From an optimization exercise on the open Yosys and OpenROAD flow, aimed at small area, a short achievable clock period and few clock cycles per item; shortcuts taken in it are not production practice. Only simulation tests tie the RTL to the original design; equivalence was not proved.

==> run X <==
==> flow/design.v (excerpt) <==
module cle_current_loop (
    input  wire        clk,
    input  wire        rst,
    input  wire        start,
    output wire        ready,
    output wire        done,
    input  wire        init,
    input  wire [1:0]  phase_pair,
    input  wire        svm_mode,
    input  wire [31:0] i_x,
    input  wire [31:0] i_y,
    input  wire [31:0] cos_t,
    input  wire [31:0] sin_t,
    input  wire [31:0] id_ref,
    input  wire [31:0] iq_ref,
    input  wire [31:0] kp_d,
    input  wire [31:0] ki_d,
    input  wire [31:0] kp_q,
    input  wire [31:0] ki_q,
    input  wire [31:0] k_dc,
    input  wire [31:0] v_lim,
    input  wire [23:0] period,
    input  wire [12:0] dt,
    output wire [31:0] id_meas,
    output wire [31:0] iq_meas,
    output wire [31:0] m_d,
    output wire [31:0] m_q,
    output wire [26:0] rise_a,
    output wire [26:0] fall_a,
    output wire [26:0] rise_b,
    output wire [26:0] fall_b,
    output wire [26:0] rise_c,
    output wire [26:0] fall_c,
  ...
export LEC_CHECK = 0
export CAP_MARGIN = 35
export CORE_MARGIN = 2
export CORE_UTILIZATION = 35
export PLACE_DENSITY = 0.55
export SLEW_MARGIN = 35
create_clock -name core_clock -period 25.0 [get_ports {clk}]
standard.sh (not shown) runs the stock make flow with config.mk's settings and CLKGATE_MAP_FILE= SYNTH_SCRIPT=/design/flow/synth_recipe.tcl, a recipe that flattens the netlist after the stock synthesis.
==> flow/flow/run.sh <==
#!/bin/bash
# The standard layout (the standard.sh: the standard synthesis, then ORFS
# through finish at the design's clock period and constraints), with a larger
# setup margin for ORFS's timing repair, so that repair_timing also sizes the
# paths that set the achieved period. ORFS's output goes to standard.log; each
# ORFS step also keeps its own log under orfs/logs.
set -euo pipefail
bash standard.sh SETUP_SLACK_MARGIN=14.5 finish > standard.log 2>&1
==> inputs of run M, as changes to run X <==
--- a/flow/design.v
+++ b/flow/design.v
@@ -56,27 +56,29 @@
     reg [33:0] aop;
     reg [32:0] bop;
     reg [65:0] P;             
     reg [65:0] P2;            
     reg [31:0] r_id, r_iq, r_md, r_mq;
     reg [31:0] r_e;          
-    reg [33:0] pt_q;          
-    reg [33:0] pt_d;          
     reg [31:0] acc_d, acc_q;
     reg [1:0]  cut_d, cut_q;
-    reg [34:0] r_ub, r_uc;    
     reg [26:0] r_ra, r_fa, r_rb, r_fb, r_rc, r_fc;
     reg [26:0] r_ora, r_ofa, r_orb, r_ofb, r_orc, r_ofc;
     reg [5:0]  fl, flo;
     reg [23:0] per_o;
     reg [12:0] dt_o;
     reg        need_sq;
     reg [2:0]  svm_c;          
-    reg [63:0] sq_rad;        
-    reg [33:0] sq_r;          
-    reg [31:0] sq_q;          
+    reg [1:0]  sq_rh, ub_h, uc_h;
+    wire [63:0] sq_rad = {r_kpd, r_kid};      
+    wire [33:0] sq_r   = {sq_rh, r_kpq};      
+    wire [31:0] sq_q   = r_kiq;               
+    wire [31:0] pt_d   = r_idr;               
+    wire [31:0] pt_q   = r_iqr;               
+    wire [33:0] r_ub   = {ub_h, r_kdc};       
+    wire [33:0] r_uc   = {uc_h, r_vlim};      
     reg [3:0]  sq_cnt;
     reg        sq_run;
     assign ready = (k == 5'd0) || (k == 5'd26);
     assign done  = done_r;
     wire signed [33:0] nsum  = -($signed({{2{i_x[31]}}, i_x}) + $signed({{2{i_y[31]}}, i_y}));
     wire               n_ovf = ~(&nsum[33:31] | ~|nsum[33:31]);
@@ -164,13 +166,13 @@
     wire        md_hi    = u1r[33];
     wire        md_lo    = u2r[33];
     wire [31:0] md_v     = md_hi ? r_vlim : (md_lo ? neg_vlim : s24[31:0]);
     wire [32:0] u1       = md_hi ? 33'd0 : (md_lo ? {r_vlim, 1'b0} : u1r[32:0]);
     wire [32:0] u2       = md_lo ? 33'd0 : (md_hi ? {r_vlim, 1'b0} : u2r[32:0]);
     wire signed [33:0] t_w    = {{2{q31[31]}}, q31[31:0]};
-    wire signed [33:0] nh     = pt_q;
+    wire signed [33:0] nh     = {{2{pt_q[31]}}, pt_q};
     wire signed [33:0] pa     = {{2{pt_d[31]}}, pt_d[31:0]};
     wire signed [33:0] pb     = t_w + nh;
     wire signed [33:0] pc     = nh - t_w;
     wire               c_ab   = pa >= pb;
     wire               c_ac   = pa >= pc;
     wire               c_bc   = pb >= pc;
@@ -329,14 +331,14 @@
                 5'd16: if (!need_sq) begin aop <= {{2{r_mq[31]}}, r_mq}; bop <= {r_sin[31], r_sin}; end
                 5'd17: begin aop <= {{2{s31[31]}}, s31[31:0]}; bop <= S32_B; end
                 5'd18: if (cut_q[1]) r_mq <= -r_mq;        
                 5'd20: begin
                     aop  <= ua[33:0];
                     bop  <= INV_B;
-                    r_ub <= ub;
-                    r_uc <= uc;
+                    {ub_h, r_kdc} <= ub[33:0];
+                    {uc_h, r_vlim} <= uc[33:0];
                 end
                 5'd21: begin aop <= r_ub[33:0]; end
                 5'd22: begin aop <= r_uc[33:0]; end
                 5'd23: begin aop <= {2'd0, r_ub[31:0]}; bop <= {9'd0, r_per}; end
                 5'd24: begin aop <= {2'd0, r_uc[31:0]}; per_o <= r_per; dt_o <= r_dt; end
                 5'd25: begin aop <= {2'd0, r_e}; flo <= fl; end
@@ -398,39 +400,39 @@
                     end else begin
                         cut_q   <= 2'b00;
                     end
                 end
                 5'd16: fl[4] <= fl[4] | s31[32];
                 5'd17: begin
-                    pt_d  <= {s31[31], s31[31], s31[31:0]};
-                    pt_q  <= -{{3{s31[31]}}, s31[31:1]};
+                    r_idr <= s31[31:0];
+                    r_iqr <= -{s31[31], s31[31:1]};
                     fl[4] <= fl[4] | s31[32];
                 end
                 5'd18: begin
-                    r_ub  <= {pb[33], pb};
-                    r_uc  <= {pc[33], pc};
+                    {ub_h, r_kdc}  <= pb;
+                    {uc_h, r_vlim} <= pc;
                     svm_c <= {c_bc, c_ac, c_ab};
                 end
-                5'd21: begin r_ub <= {3'd0, w_v}; fl[5] <= fl[5] | w_neg | w_big; end
-                5'd22: begin r_uc <= {3'd0, w_v}; fl[5] <= fl[5] | w_neg | w_big; end
+                5'd21: begin {ub_h, r_kdc} <= {2'd0, w_v}; fl[5] <= fl[5] | w_neg | w_big; end
+                5'd22: begin {uc_h, r_vlim} <= {2'd0, w_v}; fl[5] <= fl[5] | w_neg | w_big; end
                 5'd23: begin r_e <= w_v;         fl[5] <= fl[5] | w_neg | w_big; end
                 5'd24: begin r_ra <= rise_v; r_fa <= fall_v; r_ora <= orise_v; r_ofa <= ofall_v; end
                 5'd25: begin r_rb <= rise_v; r_fb <= fall_v; r_orb <= orise_v; r_ofb <= ofall_v; end
                 5'd26: begin r_rc <= rise_v; r_fc <= fall_v; r_orc <= orise_v; r_ofc <= ofall_v; end
                 default: ;
             endcase
             if (kd == 5'd11) begin
-                sq_rad <= {2'd0, PP[61:0]};
-                sq_r   <= 34'd0;
-                sq_q   <= 32'd0;
+                {r_kpd, r_kid} <= {2'd0, PP[61:0]};
+                {sq_rh, r_kpq} <= 34'd0;
+                r_kiq          <= 32'd0;
                 sq_cnt <= 4'd0;
                 sq_run <= 1'b1;
             end else if (sq_run) begin
-                sq_rad <= sq_rad_n;
-                sq_r   <= sq_r_n;
-                sq_q   <= sq_q_n;
+                {r_kpd, r_kid} <= sq_rad_n;
+                {sq_rh, r_kpq} <= sq_r_n;
+                r_kiq          <= sq_q_n;
                 sq_cnt <= sq_cnt + 4'd1;
                 sq_run <= !sq_last;
             end
             if (sq_last && need_sq) begin
                 aop     <= {2'b00, sq_q_n};
                 r_mq    <= sq_q_n;
==> flow/flow/run.sh (replaced) <==
#!/bin/bash
# The standard layout (the standard.sh: the standard synthesis, then ORFS
# through finish at the design's clock period and constraints), with a larger
# setup margin for ORFS's timing repair, so that repair_timing also sizes the
# paths that set the achieved period. ORFS's output goes to standard.log; each
# ORFS step also keeps its own log under orfs/logs.
set -euo pipefail
bash standard.sh SETUP_SLACK_MARGIN=15.5 finish > standard.log 2>&1
==> inputs of run G, as changes to run X <==
--- a/flow/design.v
+++ b/flow/design.v
@@ -56,27 +56,29 @@
     reg [33:0] aop;
     reg [32:0] bop;
     reg [65:0] P;             
     reg [65:0] P2;            
     reg [31:0] r_id, r_iq, r_md, r_mq;
     reg [31:0] r_e;          
-    reg [33:0] pt_q;          
-    reg [33:0] pt_d;          
     reg [31:0] acc_d, acc_q;
     reg [1:0]  cut_d, cut_q;
-    reg [34:0] r_ub, r_uc;    
     reg [26:0] r_ra, r_fa, r_rb, r_fb, r_rc, r_fc;
     reg [26:0] r_ora, r_ofa, r_orb, r_ofb, r_orc, r_ofc;
     reg [5:0]  fl, flo;
     reg [23:0] per_o;
     reg [12:0] dt_o;
     reg        need_sq;
     reg [2:0]  svm_c;          
-    reg [63:0] sq_rad;        
-    reg [33:0] sq_r;          
-    reg [31:0] sq_q;          
+    reg [1:0]  sq_rh, ub_h, uc_h;
+    wire [63:0] sq_rad = {r_kpd, r_kid};      
+    wire [33:0] sq_r   = {sq_rh, r_kpq};      
+    wire [31:0] sq_q   = r_kiq;               
+    wire [31:0] pt_d   = r_idr;               
+    wire [31:0] pt_q   = r_iqr;               
+    wire [33:0] r_ub   = {ub_h, r_kdc};       
+    wire [33:0] r_uc   = {uc_h, r_vlim};      
     reg [3:0]  sq_cnt;
     reg        sq_run;
     assign ready = (k == 5'd0) || (k == 5'd26);
     assign done  = done_r;
     wire signed [33:0] nsum  = -($signed({{2{i_x[31]}}, i_x}) + $signed({{2{i_y[31]}}, i_y}));
     wire               n_ovf = ~(&nsum[33:31] | ~|nsum[33:31]);
@@ -164,13 +166,13 @@
     wire        md_hi    = u1r[33];
     wire        md_lo    = u2r[33];
     wire [31:0] md_v     = md_hi ? r_vlim : (md_lo ? neg_vlim : s24[31:0]);
     wire [32:0] u1       = md_hi ? 33'd0 : (md_lo ? {r_vlim, 1'b0} : u1r[32:0]);
     wire [32:0] u2       = md_lo ? 33'd0 : (md_hi ? {r_vlim, 1'b0} : u2r[32:0]);
     wire signed [33:0] t_w    = {{2{q31[31]}}, q31[31:0]};
-    wire signed [33:0] nh     = pt_q;
+    wire signed [33:0] nh     = {{2{pt_q[31]}}, pt_q};
     wire signed [33:0] pa     = {{2{pt_d[31]}}, pt_d[31:0]};
     wire signed [33:0] pb     = t_w + nh;
     wire signed [33:0] pc     = nh - t_w;
     wire               c_ab   = pa >= pb;
     wire               c_ac   = pa >= pc;
     wire               c_bc   = pb >= pc;
@@ -329,14 +331,14 @@
                 5'd16: if (!need_sq) begin aop <= {{2{r_mq[31]}}, r_mq}; bop <= {r_sin[31], r_sin}; end
                 5'd17: begin aop <= {{2{s31[31]}}, s31[31:0]}; bop <= S32_B; end
                 5'd18: if (cut_q[1]) r_mq <= -r_mq;        
                 5'd20: begin
                     aop  <= ua[33:0];
                     bop  <= INV_B;
-                    r_ub <= ub;
-                    r_uc <= uc;
+                    {ub_h, r_kdc} <= ub[33:0];
+                    {uc_h, r_vlim} <= uc[33:0];
                 end
                 5'd21: begin aop <= r_ub[33:0]; end
                 5'd22: begin aop <= r_uc[33:0]; end
                 5'd23: begin aop <= {2'd0, r_ub[31:0]}; bop <= {9'd0, r_per}; end
                 5'd24: begin aop <= {2'd0, r_uc[31:0]}; per_o <= r_per; dt_o <= r_dt; end
                 5'd25: begin aop <= {2'd0, r_e}; flo <= fl; end
@@ -398,39 +400,39 @@
                     end else begin
                         cut_q   <= 2'b00;
                     end
                 end
                 5'd16: fl[4] <= fl[4] | s31[32];
                 5'd17: begin
-                    pt_d  <= {s31[31], s31[31], s31[31:0]};
-                    pt_q  <= -{{3{s31[31]}}, s31[31:1]};
+                    r_idr <= s31[31:0];
+                    r_iqr <= -{s31[31], s31[31:1]};
                     fl[4] <= fl[4] | s31[32];
                 end
                 5'd18: begin
-                    r_ub  <= {pb[33], pb};
-                    r_uc  <= {pc[33], pc};
+                    {ub_h, r_kdc}  <= pb;
+                    {uc_h, r_vlim} <= pc;
                     svm_c <= {c_bc, c_ac, c_ab};
                 end
-                5'd21: begin r_ub <= {3'd0, w_v}; fl[5] <= fl[5] | w_neg | w_big; end
-                5'd22: begin r_uc <= {3'd0, w_v}; fl[5] <= fl[5] | w_neg | w_big; end
+                5'd21: begin {ub_h, r_kdc} <= {2'd0, w_v}; fl[5] <= fl[5] | w_neg | w_big; end
+                5'd22: begin {uc_h, r_vlim} <= {2'd0, w_v}; fl[5] <= fl[5] | w_neg | w_big; end
                 5'd23: begin r_e <= w_v;         fl[5] <= fl[5] | w_neg | w_big; end
                 5'd24: begin r_ra <= rise_v; r_fa <= fall_v; r_ora <= orise_v; r_ofa <= ofall_v; end
                 5'd25: begin r_rb <= rise_v; r_fb <= fall_v; r_orb <= orise_v; r_ofb <= ofall_v; end
                 5'd26: begin r_rc <= rise_v; r_fc <= fall_v; r_orc <= orise_v; r_ofc <= ofall_v; end
                 default: ;
             endcase
             if (kd == 5'd11) begin
-                sq_rad <= {2'd0, PP[61:0]};
-                sq_r   <= 34'd0;
-                sq_q   <= 32'd0;
+                {r_kpd, r_kid} <= {2'd0, PP[61:0]};
+                {sq_rh, r_kpq} <= 34'd0;
+                r_kiq          <= 32'd0;
                 sq_cnt <= 4'd0;
                 sq_run <= 1'b1;
             end else if (sq_run) begin
-                sq_rad <= sq_rad_n;
-                sq_r   <= sq_r_n;
-                sq_q   <= sq_q_n;
+                {r_kpd, r_kid} <= sq_rad_n;
+                {sq_rh, r_kpq} <= sq_r_n;
+                r_kiq          <= sq_q_n;
                 sq_cnt <= sq_cnt + 4'd1;
                 sq_run <= !sq_last;
             end
             if (sq_last && need_sq) begin
                 aop     <= {2'b00, sq_q_n};
                 r_mq    <= sq_q_n;
==> flow/run.sh (new file) <==
#!/bin/bash
# synth_recipe.tcl (not shown) runs the flow's synth.tcl, then flattens the netlist and writes it again
# the make line also repeats each setting of config.mk as NAME=value (left out here)
make -C /OpenROAD-flow-scripts/flow DESIGN_CONFIG=/design/flow/config.mk WORK_HOME=/design/flow/orfs CLKGATE_MAP_FILE= SYNTH_SCRIPT=/design/flow/synth_recipe.tcl finish
removed: flow/flow/run.sh
removed: flow/standard.sh
==> qor.csv <==
metric,value,unit
biggest regs,"P2 (66), P (66), sq_rad (64)",
status,finished clean,
GR Util All Layers,35.1,%
Well Taps,5474,
met1 WL,312,mm
R2R cell count,32,
max_slew headroom,22.6,%
CP bufs+invs,3,
worst hold endpoint,per_o[22],
WP data required,25700,ps
# the run above: run X

==> qor.csv <==
metric,value,unit
status,finished clean,
met1 WL,305,mm
biggest regs,"P2 (66), P (66), aop (34)",
worst hold endpoint,dt_o[4],
GR Util All Layers,37.7,%
Well Taps,5242,
# the run above: run G

==> qor.csv <==
metric,value,unit
worst hold endpoint,dt_o[11],
sequential cell area share,22.2,%
WHS Path Cells,0,
status,finished clean,
largest family of logic cells by synthesized area,compound AO/OA/AOI/OAI gates,
multi-input combinational area share,59.0,%
met1 WL,299,mm
busiest grt layer,met2,
CP bufs+invs,5,
GR Util All Layers,37.5,%
Crit Path Max Fanout,33,
max_slew headroom,25.9,%
# the run above: run M

Testbench counts of run X, summed over its fixed seeds: cycles 59,877, items 2,048.
Testbench counts of run M, summed over its fixed seeds: cycles 59,877, items 2,048.
Testbench counts of run G, summed over its fixed seeds: cycles 59,877, items 2,048.

## afterwards: timing with drivers on the ports
In the flow no input, the clock included, has a driving cell. The finished layouts below were timed again as built, in two steps.
Step 1, drivers: a clkbuf_16 drives clk and a buf_2 each remaining input, both assumed.
Step 2 moves the port delays by t, midway between the first and last clock arrival at a register: inputs arrive t later, outputs are due t later. That takes back most of the time a late clock gives input paths.
Slacks: ideal ports / drivers / drivers and shift; pairs: ideal ports / drivers.
| run | t, ns | slack for setup (ns) | clock arrival spread, ns |
|---|---|---|---|
| run X | 1.036 | 14.704 / 14.799 / 13.762 | 0.137 / 0.137 |
| run M | 1.032 | 15.511 / 15.568 / 14.579 | 0.129 / 0.129 |
| run G | 1.030 | 13.843 / 13.843 / 13.055 | 0.141 / 0.140 |
After both steps every run listed still meets setup and hold. For run X, which loses most, drivers alone change the setup slack by +0.095 ns; drivers and shift together by -0.942 ns.
